Background: an optimization exercise with open tools, aiming at small area and a short achievable clock period. Do not read the settings as production practice. In this exercise RTL edits were held to simulation tests only and were not proved equivalent to the original.

==> flow/design.v (outline; a module is shown in full before it is edited, if it fits) <==
// module cwu_codec: 1622 lines
module cwu_codec (
    input  wire        clk,
    input  wire        rst,
    input  wire        enc_valid,
    input  wire [63:0] enc_data,
    input  wire [35:0] enc_h,
    input  wire [2:0]  enc_word,
    input  wire        enc_poison,
    output reg         enc_out_valid,
    output reg  [23:0] enc_check,
    input  wire        dec_valid,
    input  wire [63:0] dec_data,
    input  wire [23:0] dec_check,
    input  wire [35:0] dec_h,
    input  wire [2:0]  dec_word,
    input  wire        dec_erase_en,
    input  wire [3:0]  dec_erase_dev,
    output reg         dec_out_valid,
    output reg  [63:0] dec_out_data,
    output reg  [2:0]  dec_outcome,
    output reg  [3:0]  dec_position,
    output reg  [23:0] dec_synd
);
  // ...
==> flow/flow/run.sh <==
#!/bin/bash
# Own flow: the standard layout (standard.sh) with two changes:
#  - ABC maps the logic with flow/abc.script (an area-oriented mapping
#    followed by ABC's buffering and sizing) instead of ORFS's
#    abc_speed/abc_area script; the synthesis passes before and after ABC
#    are standard.sh's own (synth_recipe.tcl);
#  - repair_timing aims for SETUP_SLACK_MARGIN=20 ns of setup slack;
#  - the port buffers that global placement inserts on every input and
#    output are sky130_fd_sc_hd__buf_2 cells.
# Each tool's output is in orfs/logs/ (per step) and make_flow.log.
set -euo pipefail
W=$(pwd)
cp flow/abc.script "$W/abc_custom.script"
cat > "$W/custom_synth.tcl" <<EOT
proc abc {args} {
  set i [lsearch -exact \$args -script]
  if {\$i >= 0} { lset args [expr {\$i + 1}] $W/abc_custom.script }
  puts "custom abc script: $W/abc_custom.script"
  yosys abc {*}\$args
}
source $W/synth_recipe.tcl
EOT
sed -e "s#SYNTH_SCRIPT=[^ ]*#SYNTH_SCRIPT=$W/custom_synth.tcl 'BUFFER_PORTS_ARGS=-buffer_cell sky130_fd_sc_hd__buf_2' SETUP_SLACK_MARGIN=20#" standard.sh > "$W/custom_standard.sh"
grep -q "SYNTH_SCRIPT=$W/custom_synth.tcl" "$W/custom_standard.sh"
bash "$W/custom_standard.sh" > "$W/make_flow.log" 2>&1
==> flow/flow/abc.script <==
strash
ifraig
scorr
dc2
dch -f
&get -n
&st
&dch
&nf -R 1000
&put
buffer -c
topo
stime -c
upsize -c
dnsize -c
==> flow/standard.sh <==
#!/bin/bash
# synth_recipe.tcl (not shown) runs the flow's synth.tcl, then flattens the netlist and writes it again
# the make line also repeats each setting of config.mk as NAME=value (left out here)
make -C /OpenROAD-flow-scripts/flow DESIGN_CONFIG=/design/flow/config.mk WORK_HOME=/design/flow/orfs CLKGATE_MAP_FILE= SYNTH_SCRIPT=/design/flow/synth_recipe.tcl "${@:-finish}"
==> flow/config.mk <==
export PLATFORM = sky130hd
export DESIGN_NAME = cwu_codec
export DESIGN_NICKNAME = cwu_codec
export VERILOG_FILES = /design/flow/design.v
export SDC_FILE = /design/flow/constraint.sdc
export NUM_CORES = 4
export LEC_CHECK = 0
export CAP_MARGIN = 20
export CORE_MARGIN = 2
export CORE_UTILIZATION = 50
export GPL_ROUTABILITY_DRIVEN = 1
export SLEW_MARGIN = 20
==> flow/constraint.sdc <==
create_clock -name core_clock -period 28.0 [get_ports {clk}]
set_input_delay 5.6000 -clock core_clock [delete_from_list [all_inputs] [get_ports {clk}]]
set_output_delay 5.6000 -clock core_clock [all_outputs]
set_load 0.01 [all_outputs]
==> metrics.md, run 1 <==
| Metric | Value |
|---|---|
| Hold Path Class | `reg -> reg` |
| Synth Area in Simple Gates | `0.0779` |
| Synth top cells by count | `940 x xnor2_1, 363 x xor2_1, 221 x dfxtp_1` |
| ANT nets after route | `0` |
| Die Ht | `~210 um` |
| Nonclk buf count | `between 400 and 500` |
| Final Cell Area | `approximately 0.025 mm2` |
| Area contributors post-synth | `xnor2_1 39%, dfxtp_1 21%, xor2_1 15%` |
| Total I/O pin count | `about 360` |
| GRT overflow | `0` |
| R2r setup slk | `approximately 20 ns` |
| Nature of the critical path endpoint | `register` |
| Outcome | `finished clean` |
| Tap Count | `about 540` |
| FMAX | `roughly 130 MHz` |
| Levels on crit path | `28` |
| Slew margin rel. | `0.334` |
| Post-Synth Adder-Cell Area | `0.00410` |
| Final worst slack | `a little over 20 ns` |
| DP Worst Slack | `roughly 19 ns` |
| Count leader, synth | `xnor2_1` |
| Die area | `between 0.04 and 0.05 mm2` |
| FP Rows | `75` |
| Root Buffer | `clkbuf_16` |
| Met3 WL | `8680 um` |
| Async SR Flop Fraction | `0` |
| Most frequent cells in the layout | `930 x xnor2_1, 363 x xor2_1, 360 x buf_2` |
| CP Launch Type | `register` |
| Slew at the pin with the worst max-slew slack | `roughly 1 ns` |
| Worst-Skew Late Latency | `about 0.56 ns` |
| Largest net degree at the start of global routing | `between 40 and 50` |
==> run 2: changes to the inputs <==
--- a/flow/flow/run.sh
+++ b/flow/flow/run.sh
@@ -5,5 +5,4 @@
 #    abc_speed/abc_area script; the synthesis passes before and after ABC
 #    are standard.sh's own (synth_recipe.tcl);
-#  - repair_timing aims for SETUP_SLACK_MARGIN=20 ns of setup slack;
 #  - the port buffers that global placement inserts on every input and
 #    output are sky130_fd_sc_hd__buf_2 cells.
==> run 2 against run 1 <==
Against the previous run:
- highest routed layer unchanged
- critical path type unchanged
- global-route usage is the same
- non-clock buffer count is the same
- sequential share of layout area is the same
- critical endpoint unchanged
- routed wire length is the same
- largest cell class unchanged
- cell area is the same
- still clean on timing, DRC and antenna
- cell count is the same
- utilization is the same
- via count is the same
- count of clock-buffer cells in the layout is the same
==> metrics.md, run 2 <==
| Metric | Value |
|---|---|
| Tcrit/Tclk final | `0.280` |
| Outcome | `finished clean` |
| Drc violations | `0` |
| Via density | `slightly below 6` |
| Max-cap violations | `0` |
| Count leader, synth | `xnor2_1` |
| Synth top area share | `0.385` |
| Cell taking the most area after synthesis | `xnor2_1` |
| Total I/O pin count | `361 (unchanged)` |
| Post-synthesis mux area share | `0` |
| Slowest CP cell | `xnor2_1` |
| Slew at the pin with the worst max-slew slack | `0.997 ns (unchanged)` |
| Most frequent cells in the layout | `930 x xnor2_1, 363 x xor2_1, 360 x buf_2` |
| Post-DP HPWL | `roughly 72,000 um` |
| Die area | `0.0444 mm2 (unchanged)` |
| Nature of the critical path endpoint | `register` |
| CTS hold repair buffers | `0` |
| Synth Area in Compound Gates | `0.109` |
| Final hold vios | `0` |
| Wirelength per Cell | `~28 um` |
| Buffers & Inverters on Critical Path | `4` |
| Synth Area in Simple Gates | `0.0779 (unchanged)` |
| Cell Area, Placed | `roughly 0.024 mm2` |
| Largest family of logic cells by synthesized area | `XOR/XNOR gates` |
| Initial core utilization | `0.508` |
| Clock buffer depth | `3` |
| Crit path arrival time | `just over 8 ns` |
| Post-synthesis xor/xnor area fraction | `0.574` |
| RSZ-0062 raised after global routing | `yes` |
| Post-Synth Adder-Cell Area | `0.00410 (unchanged)` |
| Family with the most delay on the worst path | `XOR/XNOR gates` |
| Number of global-route vias before repair | `18,800` |
| CP Launch Type | `register` |
| Synth top cells by count | `940 x xnor2_1, 363 x xor2_1, 221 x dfxtp_1` |
| Area contributors post-synth | `xnor2_1 39%, dfxtp_1 21%, xor2_1 15%` |
| Post-synthesis cell count | `2,338` |
| CP Class | `reg -> reg` |
| FMAX | `128 MHz (unchanged)` |
| Synthesis-to-layout area growth | `16.6%` |
| Final TNS setup | `0 ns` |
| Placed Cells | `3,178` |
| Worst-Skew Late Latency | `0.56 ns (about the same)` |
| Most common cell after layout, fill and taps aside | `xnor2_1` |
| Final Cell Area | `0.0249 mm2 (unchanged)` |
| First-pass GRT wire length | `129,000 um` |
| CTS Sinks | `approximately 220` |
| Seq cells post-synth | `221` |
| FP Rows | `75 (unchanged)` |
| Register area share after synthesis | `0.207` |
| Endpoints failing setup | `0` |
| Final worst path period need | `between 7 and 8 ns` |
| Fin cells | `~3,200` |
| R2r setup slk | `20.16 ns (about the same)` |
| Die Ht | `211 um (unchanged)` |
| Cts bufs inserted | `25` |
| Final #Nets | `approximately 2,900` |
| Initial drt markers | `~2,800` |
| Core Region | `about 0.042 mm2` |
| H-Tree Depth | `1` |
| Clk_skew | `between 0.01 and 0.015 ns` |
| GPL Wtd Cong | `1.06` |
| Layout cells sized above 1 | `0.203` |
| CP required | `28.44 ns` |
| Final wirelength | `about 90,000 um` |
| Global Route Usage Sum | `0.394` |
| Port bufs | `360` |
| Largest registers | `dec_out_data (64), r_data (64)` |
| Critical Path Most Common Cell | `xnor2_1` |
| CTS tree | `built` |
| Synth Flop Type | `dfxtp_1` |
| Antenna violations before repair | `2` |
| Worst-path fanout max | `18` |
| Die W | `between 200 and 250 um` |
| GRT overflow | `0 (unchanged)` |
| Post-synth EDFFs | `0` |
| Pre-antenna DRT Iters | `9` |
| Vias after detailed routing | `around 19,000` |
| Largest stage delay on the critical path | `between 0.7 and 0.8 ns` |
| Async SR Flop Fraction | `0 (unchanged)` |
| Yosys cell types | `between 60 and 70` |
| ANT nets after route | `0 (unchanged)` |
| Synth Warn # | `1` |
| Synthesized area | `0.0214 mm2` |
| Syn_nets | `between 2,000 and 3,000` |
| Hold Path Class | `reg -> reg` |
| Clock transition at path regs | `about 0.060 ns` |
| Post-Syn Area per Cell | `approximately 9.1 um2` |
| Root Buffer | `clkbuf_16` |
| Largest net degree at the start of global routing | `41 (unchanged)` |
| Slew margin rel. | `0.334 (unchanged)` |
| Pins over their slew limit | `0` |
## run 2: cell counts after synthesis
No cell type changed its count.
## run 2: repair_timing
action,4_1_cts,5_1_grt
pin swaps,2,0
resized for setup,18,29
endpoints found under the setup margin,71,67
setup buffers,6,2
gates cloned,0,0
## run 2: final timing paths
check                from          endpoint  cells after the start
setup / recovery  r_s0[0]  dec_out_data[29]                     28
hold / removal    r_s1[1]       dec_synd[9]                      0
setup reg to reg  r_s0[0]  dec_out_data[29]                     28
hold reg to reg   r_s1[1]       dec_synd[9]                      0
## run 2: logic make-up after synthesis
| kind of cell | Yosys count |
|---|---|
| compound gates | 305 |
| buf+inv | 138 |
| flops | 221 |
| simple gates | 321 |
| fa+ha+maj | 7 |
| xor+xnor | 1346 |
## run 2: cell type report
cell class | instances | area, um2
antenna | 1 | 2.50
clock buffer | 32 | 682
clock inverter | 13 | 199
fill | 3867 | 17100
inverter | 31 | 120
multi-input combinational | 1979 | 16500
sequential | 221 | 4440
tap | 539 | 674
timing repair buffer | 416 | 2250
## run 2: per-stage QoR
| stage | util | hold slack, ns | setup WS [ns] |
|---|---|---|---|
| finish | 0.592 | 0.375 | 20.16 |
| global placement | 0.564 | 0.365 | 19.18 |
| global route | 0.592 | 0.381 | 19.93 |
| floorplan | - | 0.326 | 20.59 |
| CTS | 0.589 | 0.374 | 20.01 |
| detailed placement | 0.564 | 0.363 | 18.86 |
## run 2: layer usage
metal	GRT usage	part of all wire	wire length, um
met5	0	0.000089	8
met3	0.0672	0.097	8680
met1	0.507	0.39	34900
met2	0.640	0.46	40900
met4	0.195	0.059	5280
## run 2: worst register-to-register path: cells and delay by family, from the launching register on
kind / cells / cell delay [ns]
buf+inv: 4 / 0.95
fa+ha+maj: 1 / 0.40
compound gates: 7 / 1.56
flops: 1 / 0.44
simple gates: 7 / 1.51
xor+xnor: 9 / 2.88
==> run 3: changes to the inputs <==
--- a/flow/flow/run.sh
+++ b/flow/flow/run.sh
@@ -20,5 +20,5 @@
 source $W/synth_recipe.tcl
 EOT
-sed -e "s#SYNTH_SCRIPT=[^ ]*#SYNTH_SCRIPT=$W/custom_synth.tcl 'BUFFER_PORTS_ARGS=-buffer_cell sky130_fd_sc_hd__buf_2' SETUP_SLACK_MARGIN=20#" standard.sh > "$W/custom_standard.sh"
+sed -e "s#SYNTH_SCRIPT=[^ ]*#SYNTH_SCRIPT=$W/custom_synth.tcl 'BUFFER_PORTS_ARGS=-buffer_cell sky130_fd_sc_hd__buf_2'#" standard.sh > "$W/custom_standard.sh"
 grep -q "SYNTH_SCRIPT=$W/custom_synth.tcl" "$W/custom_standard.sh"
 bash "$W/custom_standard.sh" > "$W/make_flow.log" 2>&1
==> run 3 against run 2 <==
Against the previous run:
- still clean
- clock skew about the same
- critical path type unchanged
==> metrics.md, run 3 <==
| Metric | Value |
|---|---|
| Slew margin rel. | `0.233 (-0.101)` |
| Hold Path Class | `reg -> reg` |
| CP Launch Type | `register` |
| Final Cell Area | `0.0246 mm2 (-1.2%)` |
| Post-synth EDFFs | `0 (unchanged)` |
| Async SR Flop Fraction | `0 (unchanged)` |
| Layout cells sized above 1 | `0.188 (-0.0154)` |
| CTS Sinks | `221 (unchanged)` |
| Outcome | `finished clean` |
| Final TNS setup | `0 ns (unchanged)` |
| Fillers | `3,899 (+0.83%)` |
| Crit path arrival time | `9.67 ns (+1.39 ns)` |
| Worst-path fanout max | `15 (-3)` |
| Die Ht | `211 um (unchanged)` |
| Final hold vios | `0 (unchanged)` |
| Pre-antenna DRT Iters | `11 (+2)` |
| CTS hold repair buffers | `0 (unchanged)` |
| Tcrit/Tclk final | `0.329 (+0.0495)` |
| Number of global-route vias before repair | `18,800 (-0.043%)` |
| Slew at the pin with the worst max-slew slack | `1.14 ns (+0.146 ns)` |
| WHS | `0.375 ns (+0.0000770 ns)` |
| Worst-Skew Late Latency | `0.56 ns (about the same)` |
| Clock buffer depth | `3 (unchanged)` |
| Post-DP HPWL | `72,400 um (unchanged)` |
| Cell Area, Placed | `0.0237 mm2 (unchanged)` |
| Cts bufs inserted | `25 (unchanged)` |
| Root Buffer | `clkbuf_16` |
| CTS tree | `built` |
| Synth Warn # | `1 (unchanged)` |
| Synth Flop Type | `dfxtp_1` |
| ANT nets after route | `0 (unchanged)` |
| Postcts setup bufs | `0 (-6)` |
| Final worst path period need | `9.22 ns (+1.39 ns)` |
| Total I/O pin count | `361 (unchanged)` |
| First-pass GRT wire length | `128,000 um (about the same)` |
| GRT overflow | `0 (unchanged)` |
| Vias after detailed routing | `19,200 (-0.43%)` |
| Max-cap violations | `0 (unchanged)` |
| Drc violations | `0 (unchanged)` |
| Clk_skew | `0.0144 ns (-0.000360 ns)` |
| Synthesized area | `0.0214 mm2 (unchanged)` |
| Synthesis-to-layout area growth | `15.2%` |
| Yosys cell types | `69 (unchanged)` |
| Wirelength per Cell | `27.7 um (-0.22%)` |
| Synth top area share | `0.385 (unchanged)` |
| Final #Nets | `2,913 (-0.27%)` |
| Final wirelength | `89,400 um (-0.47%)` |
| Core Region | `0.0420 mm2 (unchanged)` |
| Register area share after synthesis | `0.207 (unchanged)` |
| Largest registers | `dec_out_data (64), r_data (64)` |
| Global Route Usage Sum | `0.393 (-0.000886)` |
| Die area | `0.0444 mm2 (unchanged)` |
| FP Rows | `75 (unchanged)` |
| Via density | `5.95 (-0.18%)` |
| Most common cell after layout, fill and taps aside | `xnor2_1` |
| Antenna violations before repair | `1 (-1)` |
| Largest net degree at the start of global routing | `41 (unchanged)` |
| GPL Wtd Cong | `1.06 (unchanged)` |
| Area contributors post-synth | `xnor2_1 39%, dfxtp_1 21%, xor2_1 15%` |
| RSZ-0062 raised after global routing | `no` |
| Most frequent cells in the layout | `940 x xnor2_1, 363 x xor2_1, 360 x buf_2` |
| H-Tree Depth | `1 (unchanged)` |
| Initial core utilization | `0.508 (unchanged)` |
| Port bufs | `360 (unchanged)` |
| Post-CTS Resized | `0 (-18)` |
| Clock transition at path regs | `0.07 ns (about the same)` |
| CP required | `28.45 ns (about the same)` |
| Synth top cells by count | `940 x xnor2_1, 363 x xor2_1, 221 x dfxtp_1` |
| FMAX | `108 MHz (-15%)` |
| Nature of the critical path endpoint | `register` |
| Endpoints failing setup | `0 (unchanged)` |
| Seq cells post-synth | `221 (unchanged)` |
| Post-synthesis cell count | `2,338 (unchanged)` |
| Die W | `211 um (unchanged)` |
| Count leader, synth | `xnor2_1` |
| CP Class | `reg -> reg` |
| Syn_nets | `2,585 (unchanged)` |
| Pins over their slew limit | `0 (unchanged)` |
| Post-Syn Area per Cell | `9.13 um2 (unchanged)` |
| Cell taking the most area after synthesis | `xnor2_1` |
| Initial drt markers | `2,885 (+1.8%)` |
==> run 3: changes by cell type in the layout (fill, tap and decap cells not counted), sizes merged <==
cell	delta
buf	-8
clkinvlp	-1
inv	+1
==> run 3: layout make-up <==
cell class	instances	area [um2]	area share
tap	539	674	0.0274
clock buffer	32	682	0.0277
clock inverter	13	199	0.00809
sequential	221	4420	0.180
inverter	31	116	0.00473
timing repair buffer	408	2160	0.0879
antenna	1	2.50	0.000102
multi-input combinational	1979	16300	0.664
==> run 3: cell families after synthesis <==
logic type / after synthesis / share of synthesized area
xor gates and xnor gates: 1346 / 0.574
buffers and inverters: 138 / 0.0284
and+or+nand+nor: 321 / 0.0779
DFF: 221 / 0.207
AOI/OAI and AO/OA: 305 / 0.109
adders and majority gates: 7 / 0.00410
==> run 3: final timing paths <==
kind           start         endpoint  slack [ns]  depth (start not counted)
max          r_s0[6]  dec_out_data[8]       18.78                         26
min          r_s1[1]      dec_synd[9]        0.38                          0
max reg2reg  r_s0[6]  dec_out_data[8]       18.78                         26
min reg2reg  r_s1[1]      dec_synd[9]        0.38                          0
==> run 3: through the flow <==
step / std cells / worst slack, ns / utilization
final: 3224 / 18.78 / 0.585
after CTS: 3223 / 18.83 / 0.585
after global routing: 3223 / 18.22 / 0.585
after global placement: 3178 / 19.18 / 0.564
after floorplan: 2338 / 20.59 / -
after detailed placement: 3178 / 18.86 / 0.564
==> run 3: critical path, stage by stage, from the launching register on <==
cell and delay (ns):
dfxtp_1 0.88, inv_1 0.32, xnor2_1 0.21, buf_4 0.21, a222oi_1 0.25, nand2_1 0.14, xor2_2 0.59, clkinv_1 0.43
ha_1 0.47, xor2_1 0.22, xnor2_1 0.61, xor2_1 0.20, nand4_1 0.10, nor3_1 0.17, nand3_1 0.48, inv_1 0.58
a221o_1 0.24, o21ai_1 0.08, a2111oi_1 0.49, nand2_1 0.19, a21oi_2 0.35, nor3b_4 0.48, a21o_1 0.19, o21bai_1 0.42
and2_1 0.44, a22oi_1 0.15, xnor2_1 0.19
==> run 3: layer usage <==
layer / vias up / global-route usage / part of all wire
li1: 8465 / - / -
met1: 9141 / 0.507 / 0.39
met2: 1282 / 0.640 / 0.46
met3: 282 / 0.0669 / 0.094
met4: 0 / 0.188 / 0.056
met5: - / 0 / 0
==> run 4: changes to the inputs <==
--- a/flow/flow/run.sh
+++ b/flow/flow/run.sh
@@ -20,5 +20,5 @@
 source $W/synth_recipe.tcl
 EOT
-sed -e "s#SYNTH_SCRIPT=[^ ]*#SYNTH_SCRIPT=$W/custom_synth.tcl 'BUFFER_PORTS_ARGS=-buffer_cell sky130_fd_sc_hd__buf_2'#" standard.sh > "$W/custom_standard.sh"
+sed -e "s#SYNTH_SCRIPT=[^ ]*#SYNTH_SCRIPT=$W/custom_synth.tcl 'BUFFER_PORTS_ARGS=-buffer_cell sky130_fd_sc_hd__buf_2' SETUP_SLACK_MARGIN=21#" standard.sh > "$W/custom_standard.sh"
 grep -q "SYNTH_SCRIPT=$W/custom_synth.tcl" "$W/custom_standard.sh"
 bash "$W/custom_standard.sh" > "$W/make_flow.log" 2>&1
==> run 4 against run 3 <==
Against the previous run:
- hold slack worse by 0.0079 ns
- utilization up 8.9 points
- sequential share of layout area down 2.2 points
- largest cell class unchanged
- setup slack better by 2.2 ns
- cell area up 15%
- register-to-register slack better by 2.3 ns
==> metrics.md, run 4 <==
| Metric | Value |
|---|---|
| ANT nets after route | `0 (unchanged)` |
| Endpoints failing setup | `0 (unchanged)` |
| Register area | `0.00446 mm2 (+0.88%)` |
| Layout cells sized above 1 | `0.315 (+0.127)` |
| Cts bufs inserted | `24 (-4.0%)` |
| Synthesis-to-layout area growth | `32.7%` |
| Slew at the pin with the worst max-slew slack | `1.15 ns (+0.00938 ns)` |
| H-Tree Depth | `1 (unchanged)` |
| Slew margin rel. | `0.225 (-0.00735)` |
| Via density | `5.97 (+0.45%)` |
| Initial core utilization | `0.508 (unchanged)` |
| Seq cells post-synth | `221 (unchanged)` |
| Async SR Flop Fraction | `0 (unchanged)` |
| CTS tree | `built` |
| Port bufs | `360 (unchanged)` |
| Post-DP HPWL | `72,100 um (-0.39%)` |
| RSZ-0062 raised after global routing | `yes` |
| Critical Path Most Common Cell | `xnor2_1` |
| Clock transition at path regs | `0.06 ns (about the same)` |
| Clock buffer depth | `3 (unchanged)` |
| Drc violations | `0 (unchanged)` |
| Largest net degree at the start of global routing | `41 (unchanged)` |
| CP required | `28.48 ns (+0.03 ns)` |
| Post-synthesis cell count | `2,338 (unchanged)` |
| Pre-antenna DRT Iters | `10 (-1)` |
| Outcome | `finished clean` |
| Synth Flop Type | `dfxtp_1` |
| Root Buffer | `clkbuf_16` |
| Largest registers | `dec_out_data (64), r_data (64)` |
| Total I/O pin count | `361 (unchanged)` |
| Placed Cells | `3,172 (-0.19%)` |
| First-pass GRT wire length | `129,000 um (+0.82%)` |
| GRT overflow | `0 (unchanged)` |
| Die area | `0.0444 mm2 (unchanged)` |
| Final hold vios | `0 (unchanged)` |
| Post-Syn Area per Cell | `9.13 um2 (unchanged)` |
| Number of global-route vias before repair | `19,300 (+2.7%)` |
| Most frequent cells in the layout | `805 x xnor2_1, 356 x buf_2, 273 x xor2_1` |
| FMAX | `142 MHz (+31%)` |
| Count leader, synth | `xnor2_1` |
| Nature of the critical path endpoint | `register` |
| Vias after detailed routing | `19,800 (+3.4%)` |
| Initial drt markers | `2,832 (-1.8%)` |
| Area contributors post-synth | `xnor2_1 39%, dfxtp_1 21%, xor2_1 15%` |
| CP Launch Type | `input port` |
| Fin cells | `3,318 (+2.9%)` |
| Synth top cells by count | `940 x xnor2_1, 363 x xor2_1, 221 x dfxtp_1` |
| Cell taking the most area after synthesis | `xnor2_1` |
| Register area share after synthesis | `0.207 (unchanged)` |
| Core Region | `0.0420 mm2 (unchanged)` |
| Synthesized area | `0.0214 mm2 (unchanged)` |
| Multi-input gate area | `0.0191 mm2 (+17%)` |
| Worst-path fanout max | `4 (-11)` |
| Tcrit/Tclk final | `0.251 (-0.0783)` |
| Final TNS setup | `0 ns (unchanged)` |
| Worst-Skew Late Latency | `0.55 ns (about the same)` |
| Most common cell after layout, fill and taps aside | `xnor2_1` |
| Antenna violations before repair | `5 (+4)` |
| Final wirelength | `91,600 um (+2.5%)` |
| Post-synth EDFFs | `0 (unchanged)` |
| FP Rows | `75 (unchanged)` |
| Final worst path period need | `7.03 ns (-2.19 ns)` |
| CP Class | `in -> reg` |
| Max-cap violations | `0 (unchanged)` |
| GPL Wtd Cong | `1.03 (-2.7%)` |
| Largest stage delay on the critical path | `0.35 ns (-0.53 ns)` |
| Hold Path Class | `reg -> reg` |
| Wirelength per Cell | `27.6 um (-0.40%)` |
| Global Route Usage Sum | `0.397 (+0.00394)` |
| Antenna Cells | `0 (-1)` |
| Synth top area share | `0.385 (unchanged)` |
| Synth Warn # | `1 (unchanged)` |
| Crit path arrival time | `7.51 ns (-2.16 ns)` |
| CTS Sinks | `221 (unchanged)` |
| Slowest CP cell | `xnor2_4` |
| Final #Nets | `3,008 (+3.3%)` |
| CP Cell Sequence | `buf_2, xnor2_4, xnor2_2, xor2_2, xnor2_1, xnor2_1, xnor2_1, xnor2_1` |
| Clk_skew | `0.00980 ns (-0.00460 ns)` |
| Yosys cell types | `69 (unchanged)` |
| Pins over their slew limit | `0 (unchanged)` |
| Die W | `211 um (unchanged)` |
| Syn_nets | `2,585 (unchanged)` |
| CTS hold repair buffers | `0 (unchanged)` |
| Die Ht | `211 um (unchanged)` |
| Fillers | `3,397 (-13%)` |
run 4: worst paths after layout:
kind,cells after the start,startpoint,slack [ns],endpoint
setup / recovery,8,enc_h[25],20.97,enc_check[18]
hold reg to reg,0,r_s2[0],0.37,dec_synd[16]
setup reg to reg,28,r_s0[3],21.11,dec_out_data[52]
hold / removal,0,r_s2[0],0.37,dec_synd[16]
run 4: critical path, delay by kind of cell:
family / cells / cell delay (ns)
buf+inv: 1 / 0.18
xor+xnor: 7 / 1.71
run 4: area by class of cell:
type / instances / share of cell area
Clock inverter: 14 / 0.00812
Clock buffer: 30 / 0.0241
Timing Repair Buffer: 503 / 0.107
Tap cell: 539 / 0.0238
Sequential cell: 221 / 0.157
Inverter: 31 / 0.00459
Multi-Input combinational cell: 1980 / 0.675
run 4: metrics by stage:
stage | utilization | area, um2 | worst slack [ns] | hold slack (ns)
finish | 0.674 | 28300 | 20.97 | 0.367
global route | 0.674 | 28300 | 20.91 | 0.372
CTS | 0.637 | 26800 | 20.93 | 0.367
detailed placement | 0.588 | 24700 | 18.70 | 0.358
global placement | 0.588 | 24700 | 18.91 | 0.361
floorplan | - | 22400 | 20.82 | 0.326
run 4: logic make-up (layout without fill, tap and decap cells):
family	count (synthesis)	count (layout)	share of synthesized area
xor+xnor	1346	1346	0.574
compound gates	305	306	0.109
flops	221	221	0.207
fa+ha+maj	7	7	0.00410
buf+inv	138	578	0.0284
simple gates	321	321	0.0779
run 4: metal layers:
layer	wire, um	vias to the layer above	global-route usage
met5	21	-	0
met4	6210	4	0.218
met3	9100	353	0.0623
met2	42200	1391	0.643
met1	34100	9455	0.509
li1	-	8615	-
run 4: what timing repair did:
action                                  4_1_cts  5_1_grt
resized for setup                           127      136
buffers inserted                             37       64
pin swaps                                    23       49
endpoints found under the setup margin      104      105
gates cloned                                  0        1
==> run 5: changes to the inputs <==
--- a/flow/flow/run.sh
+++ b/flow/flow/run.sh
@@ -20,5 +20,5 @@
 source $W/synth_recipe.tcl
 EOT
-sed -e "s#SYNTH_SCRIPT=[^ ]*#SYNTH_SCRIPT=$W/custom_synth.tcl 'BUFFER_PORTS_ARGS=-buffer_cell sky130_fd_sc_hd__buf_2' SETUP_SLACK_MARGIN=21#" standard.sh > "$W/custom_standard.sh"
+sed -e "s#SYNTH_SCRIPT=[^ ]*#SYNTH_SCRIPT=$W/custom_synth.tcl 'BUFFER_PORTS_ARGS=-buffer_cell sky130_fd_sc_hd__buf_2' SETUP_SLACK_MARGIN=22#" standard.sh > "$W/custom_standard.sh"
 grep -q "SYNTH_SCRIPT=$W/custom_synth.tcl" "$W/custom_standard.sh"
 bash "$W/custom_standard.sh" > "$W/make_flow.log" 2>&1
==> run 5 against run 4 <==
Against the previous run:
- the flow now stops in global routing
- synthesized cell count is the same
- synthesized area unchanged
==> metrics.md, run 5 <==
| Metric | Value |
|---|---|
| Synth Warn # | `1 (unchanged)` |
| Err | `[ERROR GRT-0232] Routing congestion too high. Check the congestion heatmap in the GUI.` |
| CTS Sinks | `221 (unchanged)` |
| Stopping stage | `global routing` |
| Synth top cells by count | `940 x xnor2_1, 363 x xor2_1, 221 x dfxtp_1` |
| Seq cells post-synth | `221 (unchanged)` |
| Post-Syn Area per Cell | `9.13 um2 (unchanged)` |
| Synth top area share | `0.385 (unchanged)` |
| GRT overflow | `34` |
| Async SR Flop Fraction | `0 (unchanged)` |
| Count leader, synth | `xnor2_1` |
| Syn_nets | `2,585 (unchanged)` |
| H-Tree Depth | `1 (unchanged)` |
| Post-DP HPWL | `72,300 um (+0.23%)` |
| Die Ht | `211 um (unchanged)` |
| Total I/O pin count | `361 (unchanged)` |
| Die W | `211 um (unchanged)` |
| Global Route Usage Sum | `0.789` |
| Port bufs | `360 (unchanged)` |
| Cts bufs inserted | `26 (+8.3%)` |
| Outcome | `aborted with a tool error` |
| Post-synthesis cell count | `2,338 (unchanged)` |
| DP Worst Slack | `19.04 ns (+0.340 ns)` |
| Post-synth EDFFs | `0 (unchanged)` |
| Root Buffer | `clkbuf_16` |
| Synth Flop Type | `dfxtp_1` |
| Worst Endpoint after GRT Repair | `enc_check[16]$_DFF_P_/D` |
| Area contributors post-synth | `xnor2_1 39%, dfxtp_1 21%, xor2_1 15%` |
| Synthesized area | `0.0214 mm2 (unchanged)` |
| Initial core utilization | `0.508 (unchanged)` |
| Register area share after synthesis | `0.207 (unchanged)` |
| GPL Wtd Cong | `1.04 (+0.97%)` |
| Worst_ep kind | `sequential cell input` |
| Largest net degree at the start of global routing | `41` |
| Cell taking the most area after synthesis | `xnor2_1` |
| FP Rows | `75 (unchanged)` |
| Yosys cell types | `69 (unchanged)` |
| Clock buffer depth | `3 (unchanged)` |
## run 5: metal layers
metal,GRT overflow,global-route usage
met5,0,0.329
met4,19,0.771
met3,2,0.655
met2,13,0.939
met1,0,0.794
## run 5: stage by stage
step	area, um2	cells
detailed placement	25700	3174
CTS	34800	3540
floorplan	23500	2338
global placement	25700	3173
## run 5: timing repair
item / 4_1_cts
cloned: 2
pin swaps: 417
setup endpoints to repair: 240
gates resized for setup: 946
setup buffers: 320
hold buffers: 0
## run 5: kinds of logic after synthesis
group,synth area share
XOR/XNOR,0.574
AND/OR/NAND/NOR,0.0779
AO/OA/AOI/OAI,0.109
flip-flops,0.207
buffers and inverters,0.0284
adder cells (fa/ha/maj),0.00410
## run 5: how the worst min path moves through the flow
stage / slack [ns] / endpoint / start / depth (start not counted)
global placement: 0.36 / dec_synd[21] / r_s2[5] / 0
floorplan: 0.33 / dec_synd[10] / r_s1[2] / 0
detailed placement: 0.37 / dec_synd[21] / r_s2[5] / 0
CTS: 0.37 / dec_synd[22] / r_s2[6] / 0
==> run 6: changes to the inputs <==
--- a/flow/flow/run.sh
+++ b/flow/flow/run.sh
@@ -5,6 +5,7 @@
 #    abc_speed/abc_area script; the synthesis passes before and after ABC
 #    are standard.sh's own (synth_recipe.tcl);
+#  - repair_timing aims for SETUP_SLACK_MARGIN=20.8 ns of setup slack;
 #  - the port buffers that global placement inserts on every input and
-#    output are sky130_fd_sc_hd__buf_2 cells.
+#    output are sky130_fd_sc_hd__buf_1 cells.
 # Each tool's output is in orfs/logs/ (per step) and make_flow.log.
 set -euo pipefail
@@ -20,5 +21,5 @@
 source $W/synth_recipe.tcl
 EOT
-sed -e "s#SYNTH_SCRIPT=[^ ]*#SYNTH_SCRIPT=$W/custom_synth.tcl 'BUFFER_PORTS_ARGS=-buffer_cell sky130_fd_sc_hd__buf_2' SETUP_SLACK_MARGIN=22#" standard.sh > "$W/custom_standard.sh"
+sed -e "s#SYNTH_SCRIPT=[^ ]*#SYNTH_SCRIPT=$W/custom_synth.tcl 'BUFFER_PORTS_ARGS=-buffer_cell sky130_fd_sc_hd__buf_1' SETUP_SLACK_MARGIN=20.8#" standard.sh > "$W/custom_standard.sh"
 grep -q "SYNTH_SCRIPT=$W/custom_synth.tcl" "$W/custom_standard.sh"
 bash "$W/custom_standard.sh" > "$W/make_flow.log" 2>&1
==> run 6 against run 5 <==
Against the previous run:
- the run now finishes clean
- synthesized cell count is the same
- synthesized area is the same
==> metrics.md, run 6 <==
| Metric | Value |
|---|---|
| Outcome | `finished clean` |
| Synth top area share | `0.385 (unchanged)` |
| Post-DP HPWL | `71,800 um (-0.67%)` |
| Buffers & Inverters on Critical Path | `1` |
| Most common cell after layout, fill and taps aside | `xnor2_1` |
| Max-cap violations | `0` |
| Most frequent cells in the layout | `839 x xnor2_1, 331 x buf_1, 300 x xor2_1` |
| RR Endpoint | `dec_out_data[18]` |
| Final wirelength | `about 91,000 um` |
| HP Start | `r_s1[0]` |
| Synth top cells by count | `940 x xnor2_1, 363 x xor2_1, 221 x dfxtp_1` |
| Final hold vios | `0` |
| Yosys cell types | `69 (unchanged)` |
| FP Rows | `75 (unchanged)` |
| Reg2reg start | `r_s0[6]` |
| GPL Wtd Cong | `1.03 (-0.44%)` |
| CTS tree | `built` |
| First-pass GRT wire length | `129,000 um` |
| Worst Setup SP | `enc_data[51]` |
| Final TNS setup | `0 ns` |
| Total I/O pin count | `361 (unchanged)` |
| Cell taking the most area after synthesis | `xnor2_1` |
| Largest net degree at the start of global routing | `41` |
| Synth Warn # | `1 (unchanged)` |
| CP required | `around 28 ns` |
| Max Used Layer | `met5` |
| Worst-path fanout max | `3` |
| CTS hold repair buffers | `0 (unchanged)` |
| Die area | `around 0.044 mm2` |
| Count leader, synth | `xnor2_1` |
| Core Region | `around 0.042 mm2` |
| Post-synth EDFFs | `0 (unchanged)` |
| Post-Syn Area per Cell | `9.13 um2 (unchanged)` |
| Largest stage delay on the critical path | `between 0.4 and 0.5 ns` |
| Crit path arrival time | `7.69 ns` |
| Synth Flop Type | `dfxtp_1` |
| Critical Path Most Common Cell | `xnor2_1` |
| Wirelength per Cell | `27.7 um` |
| Placed Cells | `3,178 (+0.13%)` |
| Fin cells | `3,296` |
| Antenna violations before repair | `2` |
| Cells on worst reg2reg path | `26` |
| Clock transition at path regs | `around 0.080 ns` |
| Synthesized area | `0.0214 mm2 (unchanged)` |
| Worst-Skew Late Latency | `about 0.57 ns` |
| Family with the most delay on the worst path | `XOR/XNOR gates` |
| Slew margin rel. | `0.340` |
| Syn_nets | `2,585 (unchanged)` |
| Global Route Usage Sum | `0.398` |
| Async SR Flop Fraction | `0 (unchanged)` |
| CP Class | `in -> reg` |
| Die W | `211 um (unchanged)` |
| Pins over their slew limit | `0` |
| Layout cells sized above 1 | `0.162` |
| Vias after detailed routing | `19,500` |
| Final worst path period need | `7.20 ns` |
| CP Cell Sequence | `buf_1, xor2_1, xnor2_1, xnor2_1, xnor2_1, xnor2_1, xnor2_1, xnor2_1` |
| Clock buffer depth | `3 (unchanged)` |
| Antenna Cells | `0` |
| Drc violations | `0` |
| WHS Endpoint | `dec_synd[8]` |
| Via density | `~5.9` |
| Final #Nets | `roughly 3,000` |
| Wl on met1 | `between 30,000 and 40,000 um` |
| ANT nets after route | `0` |
| Port bufs | `360 (unchanged)` |
| Wire length on met2 | `approximately 42,000 um` |
| Synthesis-to-layout area growth | `24.5%` |
| Met3 WL | `8470 um` |
| CP Launch Type | `input port` |
| Number of global-route vias before repair | `about 19,000` |
| Hold path depth | `0` |
| Post-synthesis cell count | `2,338 (unchanged)` |
| FMAX | `139 MHz` |
| Slowest CP cell | `xor2_1` |
| Seq cells post-synth | `221 (unchanged)` |
| R2r setup slk | `about 21 ns` |
| GRT overflow | `0` |
| Fillers | `between 3,000 and 4,000` |
| Endpoints failing setup | `0` |
| Tcrit/Tclk final | `0.257` |
| Clk_skew | `between 0.04 and 0.05 ns` |
| Hold Path Class | `reg -> reg` |
| WHS | `0.386 ns` |
| Initial drt markers | `between 2,000 and 3,000` |
| Slew at the pin with the worst max-slew slack | `between 0.9 and 1 ns` |
| Largest registers | `dec_out_data (64), r_data (64)` |
| Register area share after synthesis | `0.207 (unchanged)` |
| H-Tree Depth | `1 (unchanged)` |
| Initial core utilization | `0.508 (unchanged)` |
| CTS Sinks | `221 (unchanged)` |
| RSZ-0062 raised after global routing | `yes` |
| Area contributors post-synth | `xnor2_1 39%, dfxtp_1 21%, xor2_1 15%` |
| Cts bufs inserted | `25 (-3.8%)` |
| Pre-antenna DRT Iters | `12` |
| Root Buffer | `clkbuf_16` |
| Die Ht | `211 um (unchanged)` |
| Nature of the critical path endpoint | `register` |
## run 6: cell counts after synthesis
No cell type changed its count.
## run 6: area by class of cell
| cell class | instances | area (um2) | share of cell area |
|---|---|---|---|
| repair buffers | 487 | 2420 | 0.0910 |
| inverters | 31 | 134 | 0.00504 |
| flip-flops and latches | 221 | 4450 | 0.168 |
| well taps | 539 | 674 | 0.0254 |
| multi-input cells | 1980 | 18100 | 0.682 |
| clock inverters | 9 | 120 | 0.00452 |
| clock buffers | 29 | 661 | 0.0248 |
## run 6: how the worst max path moves through the flow
stage / end / slack, ns / cells past startpoint
floorplan: enc_check[20] / 20.71 / 8
global placement: dec_out_data[52] / 18.78 / 26
detailed placement: dec_out_data[52] / 18.87 / 25
CTS: dec_out_data[6] / 20.77 / 28
global route: dec_out_data[52] / 20.73 / 28
finish: enc_check[7] / 20.80 / 8
## run 6: cell families (layout without fill, tap and decap cells)
| logic type | after synthesis | count (layout) | share of synthesized area |
|---|---|---|---|
| AO/OA/AOI/OAI | 305 | 306 | 0.109 |
| AND/OR/NAND/NOR | 321 | 321 | 0.0779 |
| adder cells (fa/ha/maj) | 7 | 7 | 0.00410 |
| buffers and inverters | 138 | 556 | 0.0284 |
| XOR/XNOR | 1346 | 1346 | 0.574 |
| flip-flops | 221 | 221 | 0.207 |
## run 6: per-stage QoR
| step | cell area [um2] | setup WS, ns | utilization |
|---|---|---|---|
| global placement | 23400 | 18.78 | 0.558 |
| floorplan | 21500 | 20.71 | - |
| global route | 26600 | 20.73 | 0.632 |
| CTS | 25400 | 20.77 | 0.604 |
| finish | 26600 | 20.80 | 0.632 |
| detailed placement | 23500 | 18.87 | 0.558 |
## run 6: repair_timing
| item | CTS | global route |
|---|---|---|
| endpoints found under the setup margin | 106 | 101 |
| pin swaps | 14 | 27 |
| gates cloned | 0 | 1 |
| setup buffers | 29 | 50 |
| endpoints found under the hold margin | 0 | 0 |
| gates resized for setup | 148 | 123 |
## run 6: metal layers
metal,vias up,track usage
li1,8579,-
met1,9364,0.510
met2,1283,0.655
met3,298,0.0618
met4,4,0.190
met5,-,0
==> run 7: changes to the inputs <==
--- a/flow/flow/run.sh
+++ b/flow/flow/run.sh
@@ -5,5 +5,5 @@
 #    abc_speed/abc_area script; the synthesis passes before and after ABC
 #    are standard.sh's own (synth_recipe.tcl);
-#  - repair_timing aims for SETUP_SLACK_MARGIN=20.8 ns of setup slack;
+#  - repair_timing aims for SETUP_SLACK_MARGIN=20.2 ns of setup slack;
 #  - the port buffers that global placement inserts on every input and
 #    output are sky130_fd_sc_hd__buf_1 cells.
@@ -21,5 +21,5 @@
 source $W/synth_recipe.tcl
 EOT
-sed -e "s#SYNTH_SCRIPT=[^ ]*#SYNTH_SCRIPT=$W/custom_synth.tcl 'BUFFER_PORTS_ARGS=-buffer_cell sky130_fd_sc_hd__buf_1' SETUP_SLACK_MARGIN=20.8#" standard.sh > "$W/custom_standard.sh"
+sed -e "s#SYNTH_SCRIPT=[^ ]*#SYNTH_SCRIPT=$W/custom_synth.tcl 'BUFFER_PORTS_ARGS=-buffer_cell sky130_fd_sc_hd__buf_1' SETUP_SLACK_MARGIN=20.2#" standard.sh > "$W/custom_standard.sh"
 grep -q "SYNTH_SCRIPT=$W/custom_synth.tcl" "$W/custom_standard.sh"
 bash "$W/custom_standard.sh" > "$W/make_flow.log" 2>&1
==> flow/flow/abc.script (replaced) <==
strash
ifraig
scorr
dc2
dch -f
&get -n
&st
&dch
&nf -R 1000
&put
topo
==> run 7 against run 6 <==
Against the previous run:
- still clean on timing, DRC and antenna
- clock skew is 0.022 ns lower
- sequential cell count unchanged
- register-to-register slack worse by 0.37 ns
- non-clock buffer count down 55
- sequential share of layout area rose by 1.5 points
- utilization down 2.3 points
- critical path type unchanged
- critical endpoint is now r_s2[5]
- largest cell class unchanged
==> metrics.md, run 7 <==
| Metric | Value |
|---|---|
| Outcome | `finished clean` |
| Final worst path period need | `7.75 ns (+0.548 ns)` |
| Die W | `206 um (-2.2%)` |
| Final wirelength | `88,300 um (-3.4%)` |
| Port bufs | `360 (unchanged)` |
| CP Class | `in -> reg` |
| Hold Path Class | `reg -> reg` |
| Yosys cell types | `46 (-33%)` |
| Final design utilization | `0.609 (-0.0233)` |
| Most common cell after layout, fill and taps aside | `xnor2_1` |
| Pre-antenna DRT Iters | `8 (-4)` |
| CTS Sinks | `221 (unchanged)` |
| GRT overflow | `0 (unchanged)` |
| RSZ-0062 raised after global routing | `no` |
| Global Route Usage Sum | `0.405 (+0.00741)` |
| Final TNS setup | `0 ns (unchanged)` |
| Crit path arrival time | `8.17 ns (+0.48 ns)` |
| Cell taking the most area after synthesis | `xnor2_1` |
| Final #Nets | `2,938 (-1.8%)` |
| Most frequent cells in the layout | `941 x xnor2_1, 363 x xor2_1, 359 x buf_1` |
| Synth Warn # | `1 (unchanged)` |
| Worst-path fanout max | `3 (unchanged)` |
| Synth top area share | `0.413 (+0.0275)` |
| Wirelength per Cell | `27.3 um (-1.7%)` |
| Worst-Skew Late Latency | `0.57 ns (about the same)` |
| Count leader, synth | `xnor2_1` |
| FP Rows | `73 (-2.7%)` |
| Cts bufs inserted | `26 (+4.0%)` |
| CP Cell Sequence | `buf_1, xor2_1, xor2_1, xnor2_1, xnor2_1, xnor2_1, xnor2_1, xnor2_1` |
| Final hold vios | `0 (unchanged)` |
| Post-Syn Area per Cell | `9.14 um2 (about the same)` |
| FMAX | `129 MHz (-7.1%)` |
| Clock transition at path regs | `0.06 ns (-0.02 ns)` |
| Synth top cells by count | `962 x xnor2_1, 376 x xor2_1, 221 x dfxtp_1` |
| Slew margin rel. | `0.241 (-0.0997)` |
| Initial core utilization | `0.510 (+0.00191)` |
| R2r setup slk | `20.48 ns (-0.37 ns)` |
| Nature of the critical path endpoint | `register` |
| Fillers | `3,631 (-1.1%)` |
| Tcrit/Tclk final | `0.277 (+0.0196)` |
| Pins over their slew limit | `0 (unchanged)` |
| Post-synth EDFFs | `0 (unchanged)` |
| First-pass GRT wire length | `125,000 um (-3.0%)` |
| Core Region | `0.0400 mm2 (-4.8%)` |
| Number of global-route vias before repair | `18,700 (-1.6%)` |
| H-Tree Depth | `1 (unchanged)` |
| Async SR Flop Fraction | `0 (unchanged)` |
| CP Launch Type | `input port` |
| CP required | `28.42 ns (-0.07 ns)` |
| Layout cells sized above 1 | `0.0708 (-0.0909)` |
| Register area share after synthesis | `0.217 (+0.00972)` |
| Largest stage delay on the critical path | `0.60 ns (+0.12 ns)` |
| Syn_nets | `2,478 (-4.1%)` |
| DP Worst Slack | `17.76 ns (-1.11 ns)` |
| ANT nets after route | `0 (unchanged)` |
| Seq cells post-synth | `221 (unchanged)` |
| GPL Wtd Cong | `1.07 (+3.4%)` |
| Post-synthesis cell count | `2,231 (-4.6%)` |
| Largest net degree at the start of global routing | `41 (unchanged)` |
| Synthesized area | `0.0204 mm2 (-4.5%)` |
| Die area | `0.0424 mm2 (-4.4%)` |
| Max-cap violations | `0 (unchanged)` |
| Slowest CP cell | `xnor2_1` |
| Clock buffer depth | `3 (unchanged)` |
| Drc violations | `0 (unchanged)` |
| CTS tree | `built` |
| Via density | `5.93 (about the same)` |
| Initial drt markers | `2,741 (+3.0%)` |
| Antenna violations before repair | `6 (+4)` |
| CTS hold repair buffers | `0 (unchanged)` |
| Root Buffer | `clkbuf_16` |
| Clk_skew | `0.0198 ns (-0.0218 ns)` |
| Die Ht | `206 um (-2.2%)` |
| Area contributors post-synth | `xnor2_1 41%, dfxtp_1 22%, xor2_1 16%` |
| Endpoints failing setup | `0 (unchanged)` |
| Synthesis-to-layout area growth | `19.4%` |
| Critical Path Most Common Cell | `xnor2_1` |
| Post-DP HPWL | `70,700 um (-1.5%)` |
| Final worst slack | `20.25 ns (-0.548 ns)` |
| Total I/O pin count | `361 (unchanged)` |
| Vias after detailed routing | `19,200 (-1.7%)` |
| Slew at the pin with the worst max-slew slack | `1.14 ns (+0.150 ns)` |
| Largest registers | `dec_out_data (64), r_data (64)` |
| Synth Flop Type | `dfxtp_1` |
-- run 7: cell count changes after synthesis, sizes merged --
| cell | change |
|---|---|
| clkbuf | -52 |
| buf | -55 |
| clkinv | +30 |
| inv | -30 |
-- run 7: path summary, 6_finish.rpt --
check	from	depth (start not counted)	to
min reg2reg	r_s2[5]	0	dec_synd[21]
min	r_s2[5]	0	dec_synd[21]
max reg2reg	r_s0[0]	28	dec_out_data[48]
max	dec_check[11]	8	r_s2[5]
-- run 7: timing repair --
action / 4_1_cts / 5_1_grt
buffers inserted: 9 / 4
gates resized for setup: 62 / 25
cloned: 0 / 0
pin swaps: 4 / 2
endpoints found under the setup margin: 71 / 77
-- run 7: logic make-up (layout without fill, tap and decap cells) --
kind of cell,count (synthesis),in the layout,share of synthesized area
other cells,0,3,0
fa+ha+maj,7,7,0.00429
xor+xnor,1346,1346,0.583
buf+inv,31,511,0.00570
flops,221,221,0.217
compound gates,305,305,0.113
simple gates,321,321,0.0770
-- run 7: routing by layer --
metal  track usage  share of wire  vias up
met2         0.670           0.46     1297
li1              -              -     8517
met4         0.208          0.061        4
met5             0        0.00028        -
met1         0.506           0.38     9076
met3        0.0665          0.096      308
-- run 7: critical path: cells and delay by family --
family	cells	cell delay [ns]
buffers and inverters	1	0.23
xor gates and xnor gates	7	2.32
-- run 7: through the flow --
step	instances	hold slack, ns	cell area, um2
6_report	3239	0.367	24400
5_1_grt	3237	0.375	24400
4_1_cts	3232	0.370	24200
3_5_place_dp	3175	0.358	23000
3_3_place_gp	3175	0.361	23000
2_1_floorplan	2231	0.349	20500
-- run 7: area by class of cell --
| cell class | instances | area [um2] | share of cell area |
|---|---|---|---|
| Clock inverter | 14 | 171 | 0.00703 |
| Antenna cell | 3 | 7.51 | 0.000308 |
| Sequential cell | 221 | 4440 | 0.182 |
| Multi-Input combinational cell | 1979 | 16300 | 0.669 |
| Tap cell | 525 | 657 | 0.0270 |
| Inverter | 31 | 126 | 0.00519 |
| Clock buffer | 34 | 741 | 0.0304 |
| Timing Repair Buffer | 432 | 1910 | 0.0784 |
==> run 8: changes to the inputs <==
--- a/flow/flow/run.sh
+++ b/flow/flow/run.sh
@@ -5,5 +5,5 @@
 #    abc_speed/abc_area script; the synthesis passes before and after ABC
 #    are standard.sh's own (synth_recipe.tcl);
-#  - repair_timing aims for SETUP_SLACK_MARGIN=20.2 ns of setup slack;
+#  - repair_timing aims for SETUP_SLACK_MARGIN=20.7 ns of setup slack;
 #  - the port buffers that global placement inserts on every input and
 #    output are sky130_fd_sc_hd__buf_1 cells.
@@ -21,5 +21,5 @@
 source $W/synth_recipe.tcl
 EOT
-sed -e "s#SYNTH_SCRIPT=[^ ]*#SYNTH_SCRIPT=$W/custom_synth.tcl 'BUFFER_PORTS_ARGS=-buffer_cell sky130_fd_sc_hd__buf_1' SETUP_SLACK_MARGIN=20.2#" standard.sh > "$W/custom_standard.sh"
+sed -e "s#SYNTH_SCRIPT=[^ ]*#SYNTH_SCRIPT=$W/custom_synth.tcl 'BUFFER_PORTS_ARGS=-buffer_cell sky130_fd_sc_hd__buf_1' SETUP_SLACK_MARGIN=20.7#" standard.sh > "$W/custom_standard.sh"
 grep -q "SYNTH_SCRIPT=$W/custom_synth.tcl" "$W/custom_standard.sh"
 bash "$W/custom_standard.sh" > "$W/make_flow.log" 2>&1
==> run 8 against run 7 <==
Against the previous run:
- die area unchanged
- clock skew decreased by 0.0020 ns
- critical path type unchanged
- cell area increased by 5.5%
- non-clock buffer count increased by 49
- first-iteration DRC count decreased by 7.0%
- setup slack improved by 0.35 ns
- count of clock-buffer cells in the layout increased by 2
- critical endpoint is now enc_check[23]
- still clean on timing, DRC and antenna
- highest routed layer unchanged
==> metrics.md, run 8 <==
| Metric | Value |
|---|---|
| Vias after detailed routing | `19,800 (+3.1%)` |
| Initial core utilization | `0.510 (unchanged)` |
| Synthesis-to-layout area growth | `26.0%` |
| Final worst path period need | `7.40 ns (-0.350 ns)` |
| Family with the most delay on the worst path | `XOR/XNOR gates` |
| RSZ-0062 raised after global routing | `yes` |
| CP Cell Sequence | `buf_1, xor2_1, xnor2_1, xnor2_1, xnor2_1, xnor2_1, xnor2_1, xnor2_1` |
| Global Route Usage Sum | `0.415 (+0.0100)` |
| Cell taking the most area after synthesis | `xnor2_1` |
| H-Tree Depth | `1 (unchanged)` |
| Worst-path fanout max | `3 (unchanged)` |
| Final design utilization | `0.643 (+0.0337)` |
| Synth Warn # | `1 (unchanged)` |
| Register area share after synthesis | `0.217 (unchanged)` |
| Largest stage delay on the critical path | `0.51 ns (-0.09 ns)` |
| Synth Flop Type | `dfxtp_1` |
| FP Rows | `73 (unchanged)` |
| CP Launch Type | `input port` |
| Area contributors post-synth | `xnor2_1 41%, dfxtp_1 22%, xor2_1 16%` |
| Final hold vios | `0 (unchanged)` |
| Total I/O pin count | `361 (unchanged)` |
| Clk_skew | `0.0179 ns (-0.00197 ns)` |
| Fillers | `3,541 (-2.5%)` |
| Die Ht | `206 um (unchanged)` |
| ANT nets after route | `0 (unchanged)` |
| Synth top area share | `0.413 (unchanged)` |
| First-pass GRT wire length | `129,000 um (+3.0%)` |
| Post-DP HPWL | `70,800 um (+0.18%)` |
| Count leader, synth | `xnor2_1` |
| Yosys cell types | `46 (unchanged)` |
| Final wirelength | `90,700 um (+2.8%)` |
| Cts bufs inserted | `25 (-3.8%)` |
| Clock transition at path regs | `0.07 ns (about the same)` |
| CTS Sinks | `221 (unchanged)` |
| Die W | `206 um (unchanged)` |
| GRT overflow | `0 (unchanged)` |
| Max-cap violations | `0 (unchanged)` |
| Drc violations | `0 (unchanged)` |
| Crit path arrival time | `7.85 ns (-0.32 ns)` |
| Final TNS setup | `0 ns (unchanged)` |
| FMAX | `135 MHz (+4.7%)` |
| Largest registers | `dec_out_data (64), r_data (64)` |
| Seq cells post-synth | `221 (unchanged)` |
| Nature of the critical path endpoint | `register` |
| Pre-antenna DRT Iters | `9 (+1)` |
| Critical Path Most Common Cell | `xnor2_1` |
| GPL Wtd Cong | `1.09 (+2.5%)` |
| Port bufs | `360 (unchanged)` |
| Buffers & Inverters on Critical Path | `1 (unchanged)` |
| Die area | `0.0424 mm2 (unchanged)` |
| Outcome | `finished clean` |
| Fin cells | `3,284 (+1.4%)` |
| Final #Nets | `2,987 (+1.7%)` |
| Synth top cells by count | `962 x xnor2_1, 376 x xor2_1, 221 x dfxtp_1` |
| Number of global-route vias before repair | `19,200 (+2.8%)` |
| CTS tree | `built` |
| Pins over their slew limit | `0 (unchanged)` |
| Worst-Skew Late Latency | `0.57 ns (about the same)` |
| Post-Syn Area per Cell | `9.14 um2 (unchanged)` |
| Synthesized area | `0.0204 mm2 (unchanged)` |
| WHS | `0.402 ns (+0.0344 ns)` |
| Placed Cells | `3,167 (-0.25%)` |
| Endpoints failing setup | `0 (unchanged)` |
| Hold Path Class | `reg -> reg` |
| Syn_nets | `2,478 (unchanged)` |
| Post-synth EDFFs | `0 (unchanged)` |
| Root Buffer | `clkbuf_16` |
| Slew margin rel. | `0.241 (+0.000520)` |
| CTS hold repair buffers | `0 (unchanged)` |
| Clock buffer depth | `3 (unchanged)` |
| Async SR Flop Fraction | `0 (unchanged)` |
| Slowest CP cell | `xnor2_1` |
| Via density | `6.03 (+1.7%)` |
| Largest net degree at the start of global routing | `41 (unchanged)` |
| CP Class | `in -> reg` |
| Core Region | `0.0400 mm2 (unchanged)` |
| Tcrit/Tclk final | `0.264 (-0.0125)` |
| Initial drt markers | `2,549 (-7.0%)` |
| Most frequent cells in the layout | `892 x xnor2_1, 351 x buf_1, 327 x xor2_1` |
| Slew at the pin with the worst max-slew slack | `1.13 ns (-0.00695 ns)` |
| Layout cells sized above 1 | `0.124 (+0.0535)` |
| Wirelength per Cell | `27.6 um (+1.4%)` |
| CP required | `28.46 ns (+0.04 ns)` |
| Antenna violations before repair | `3 (-3)` |
| Post-synthesis cell count | `2,231 (unchanged)` |
| Most common cell after layout, fill and taps aside | `xnor2_1` |
-- run 8: area by class of cell --
| cell class | count | area, um2 | area share |
|---|---|---|---|
| multi-input combinational | 1980 | 17300 | 0.673 |
| sequential | 221 | 4460 | 0.173 |
| timing repair buffer | 481 | 2330 | 0.0907 |
| clock buffer | 36 | 727 | 0.0283 |
| tap | 525 | 657 | 0.0255 |
| inverter | 31 | 133 | 0.00516 |
| clock inverter | 9 | 100 | 0.00389 |
| antenna | 1 | 2.50 | 0.0000973 |
-- run 8: metrics by stage --
| step | setup slack, ns | area, um2 |
|---|---|---|
| finish | 20.60 | 25700 |
| floorplan | 20.71 | 20700 |
| global placement | 18.65 | 23100 |
| global route | 20.56 | 25700 |
| CTS | 20.70 | 24700 |
| detailed placement | 18.42 | 23100 |
-- run 8: worst paths after layout --
path / startpoint / slack, ns / depth (start not counted) / to
setup / recovery: enc_data[25] / 20.60 / 8 / enc_check[23]
setup reg to reg: r_s1[7] / 20.89 / 28 / dec_out_data[35]
hold reg to reg: r_s2[7] / 0.40 / 0 / dec_synd[23]
hold / removal: r_s2[7] / 0.40 / 0 / dec_synd[23]
-- run 8: cell families after synthesis --
family / share of synthesized area
simple gates: 0.0770
flops: 0.217
buf+inv: 0.00570
xor+xnor: 0.583
compound gates: 0.113
fa+ha+maj: 0.00429
-- run 8: worst reg2reg max path, delay by kind of cell, from the launching register on --
| kind | cells | cell delay (ns) |
|---|---|---|
| AO/OA/AOI/OAI | 12 | 2.72 |
| XOR/XNOR | 6 | 1.71 |
| AND/OR/NAND/NOR | 6 | 1.30 |
| buffers and inverters | 4 | 0.97 |
| flip-flops | 1 | 0.32 |
-- run 8: timing repair --
item	4_1_cts	5_1_grt
resized for setup	113	87
buffers inserted	19	51
endpoints found under the setup margin	99	95
gates cloned	0	1
pin swaps	8	20
-- run 8: per-layer routing --
layer | GRT usage | up-vias | share of wire
met5 | 0 | - | 0.00030
li1 | - | 8600 | -
met3 | 0.0708 | 354 | 0.10
met2 | 0.670 | 1406 | 0.46
met1 | 0.532 | 9442 | 0.38
met4 | 0.213 | 4 | 0.062

-- re-timing with driven ports --
Ports are ideal in the flow. The routed layouts listed here were re-timed in OpenROAD. Step 1 sets driving cells, clkbuf_16 on the clock port and buf_2 on the other inputs (assumed; they add their load-dependent delay and slew). Step 2 also shifts input and output timing later by t, the mid clock arrival at the registers, as if the neighbouring blocks saw the same clock. a / b / c = no drivers / after step 1 / after step 2; a / b = the first two.
run | t (ns) | setup WS [ns] | clock arrival spread, ns | slew at the worst register clock pin (ns) | pins driven straight from the clock port
run 1 | 0.617 | 20.161 / 20.161 / 19.820 | 0.017 / 0.017 | 0.07 / 0.07 | 1
run 2 | 0.617 | 20.161 / 20.161 / 19.820 | 0.017 / 0.017 | 0.07 / 0.07 | 1
run 3 | 0.617 | 18.775 / 18.775 / 18.775 | 0.016 / 0.016 | 0.07 / 0.07 | 1
run 4 | 0.599 | 20.969 / 21.000 / 20.401 | 0.012 / 0.012 | 0.07 / 0.07 | 1
run 6 | 0.617 | 20.801 / 20.837 / 20.220 | 0.049 / 0.049 | 0.08 / 0.08 | 1
run 7 | 0.619 | 20.254 / 20.280 / 19.661 | 0.026 / 0.026 | 0.07 / 0.07 | 1
run 8 | 0.619 | 20.604 / 20.643 / 20.025 | 0.023 / 0.023 | 0.07 / 0.07 | 1
After both steps every run listed still meets setup and hold. The setup slack of run 7, which loses most, moves by +0.026 ns with the drivers and by -0.593 ns with both steps.
